Source: an optimization exercise on an open RTL-to-GDS flow (aim: small area, a short achievable clock period and few clock cycles). Production flows keep margins and buffers that such runs may drop.
Where RTL was checked, it was by simulation tests only, not by an equivalence proof against the original.
Power and IR drop assume default switching activity.

Design cmd_rx_check, start of the top module:
module cmd_rx_check (
    input  wire         clk,
    input  wire         rst,           
    input  wire         in_valid,
    output wire         in_ready,
    input  wire [63:0]  in_data,
    input  wire         in_last,
    input  wire [3:0]   in_nbytes,     
    output reg          out_valid,
    output wire [2:0]   out_kind,
    output wire [7:0]   out_status,
    output wire [127:0] out_hdr
);
clock: 11.0 ns
lec_check: 0
cap_margin: 20
core_margin: 2
core_utilization: 40
place_density: 0.6
slew_margin: 20
run.sh (not shown) runs the stock make flow with config.mk's settings and CLKGATE_MAP_FILE= SYNTH_SCRIPT=/design/flow/synth_recipe.tcl, a recipe that flattens the netlist after the stock synthesis.
The first run produced a clean layout.
Next try:
==> flow/flow/run.sh (new file) <==
#!/bin/bash
set -euo pipefail
MARGIN=$(cat flow/margin.txt)
bash standard.sh synth > synth.log 2>&1
bash standard.sh SETUP_SLACK_MARGIN=$MARGIN \
    "BUFFER_PORTS_ARGS=-buffer_cell sky130_fd_sc_hd__buf_2" finish > layout.log 2>&1
==> flow/flow/margin.txt (new file) <==
7
==> flow/standard.sh (new file) <==
#!/bin/bash
# synth_recipe.tcl (not shown) runs the flow's synth.tcl, then flattens the netlist and writes it again
# the make line also repeats each setting of config.mk as NAME=value (left out here)
make -C /OpenROAD-flow-scripts/flow DESIGN_CONFIG=/design/flow/config.mk WORK_HOME=/design/flow/orfs CLKGATE_MAP_FILE= SYNTH_SCRIPT=/design/flow/synth_recipe.tcl "${@:-finish}"
removed: flow/run.sh
The changed run produced a clean layout. Design area rose by 6.4%. Setup slack improved by 2300 ps. Critical path depth rose by 1. Hold slack gets worse by 3.7 ps.
No run of this note included a check of the RTL's function; only the layout flow was run.

cmd_rx_check, a different RTL version from the one above (not shown whole).
Size: roughly 1700 cells after synthesis, ~380 flip-flops, roughly 210 I/O pins.
Settings: LEC_CHECK=0, CAP_MARGIN=20, CORE_MARGIN=2, CORE_UTILIZATION=40, CTS_CLUSTER_DIAMETER=120, CTS_CLUSTER_SIZE=25, PLACE_DENSITY=0.6, SLEW_MARGIN=20, SYNTH_HIERARCHICAL=1, SYNTH_MINIMUM_KEEP_SIZE=0; clock period 11.0 ns.
standard.sh (not shown) runs the stock make flow with config.mk's settings and CLKGATE_MAP_FILE= SYNTH_SCRIPT=/design/flow/synth_recipe.tcl, a recipe that flattens the netlist after the stock synthesis.
==> flow/flow/run.sh <==
#!/bin/bash
set -euo pipefail
MARGIN=$(cat flow/margin.txt)
bash standard.sh synth > synth.log 2>&1
bash standard.sh SETUP_SLACK_MARGIN=$MARGIN \
    "BUFFER_PORTS_ARGS=-buffer_cell sky130_fd_sc_hd__buf_1" finish > layout.log 2>&1
==> flow/flow/margin.txt <==
7.5
Testbench counts at the start, summed over its fixed seeds: cycles 87,214.
Next try:
--- a/flow/flow/run.sh
+++ b/flow/flow/run.sh
@@ -6 +6 @@
-    "BUFFER_PORTS_ARGS=-buffer_cell sky130_fd_sc_hd__buf_1" finish > layout.log 2>&1
+    "BUFFER_PORTS_ARGS=-buffer_cell sky130_fd_sc_hd__buf_2" finish > layout.log 2>&1
==> flow/flow/margin.txt (replaced) <==
7.6
- CTS_CLUSTER_DIAMETER: 120 -> 110
- CTS_CLUSTER_SIZE: 25 -> 22
Result: The new run finished with timing, DRC and antenna clean; setup slack is better by 35 ps; die area does not change; register-to-register slack is about the same; sequential share of layout area falls by 0.74 points; sequential power is about the same.
Next try:
==> flow/flow/margin.txt (replaced) <==
7.5
- CTS_CLUSTER_DIAMETER: 110 -> 120
- CTS_CLUSTER_SIZE: 22 -> 25
Outcome: The changed run ran to the end with no violations. Worst setup slack is worse by 69 ps. Combinational power hardly moves. Critical path depth decreases by 7. Core utilization decreases by 0.34 points. Clock power decreases by 4.8%. Worst hold slack hardly moves. Cell count decreases by 0.36%. Area after synthesis is unchanged. Synthesized cell count stays the same. Total power decreases by 0.98%.
Next try:
- ABC_AREA: unset -> 1
After rerunning: The changed run passed the timing, design-rule and antenna checks; non-clock buffer count goes down by 18; critical path depth stays the same; cell count goes up by 110%; via count goes up by 77%; worst setup slack gains 13 ps; sequential power is about the same; first-iteration DRC count goes up by 53%; wire length goes up by 28%; combinational power goes down by 46%.

-- what the ideal ports hide --
The results above use ideal ports. As a check the final layouts listed here were re-extracted and re-timed, cells and wires unchanged.
Step 1, drivers: a clkbuf_16 drives clk and a buf_2 each remaining input, both assumed.
Step 2 times the ports against the registers' clock, not the clock port: input delays grow and output delays shrink by t, the midpoint of the rising clock arrivals with the driver on.
Slacks: no drivers / after step 1 / after step 2; pairs: no drivers / after step 1.
| run | shift t [ns] | slack for setup (ns) | worst setup path after step 2 |
|---|---|---|---|
| the first run of note 1 | 0.604 | 4.551 / 4.551 / 4.551 | register to register |
| the second run of note 1 | 0.615 | 6.875 / 6.875 / 6.549 | input to register |
| the first run of note 2 | 0.590 | 7.569 / 7.512 / 7.232 | input to register |
| the second run of note 2 | 0.588 | 7.604 / 7.589 / 7.339 | input to register |
| the third run of note 2 | 0.597 | 7.535 / 7.480 / 7.316 | input to register |
| the fourth run of note 2 | 0.597 | 7.548 / 7.491 / 7.212 | input to register |
After both steps setup and hold are still met in every run listed. The setup slack of the first run of note 2, which loses most, moves by -0.057 ns with the drivers and by -0.337 ns with both steps.
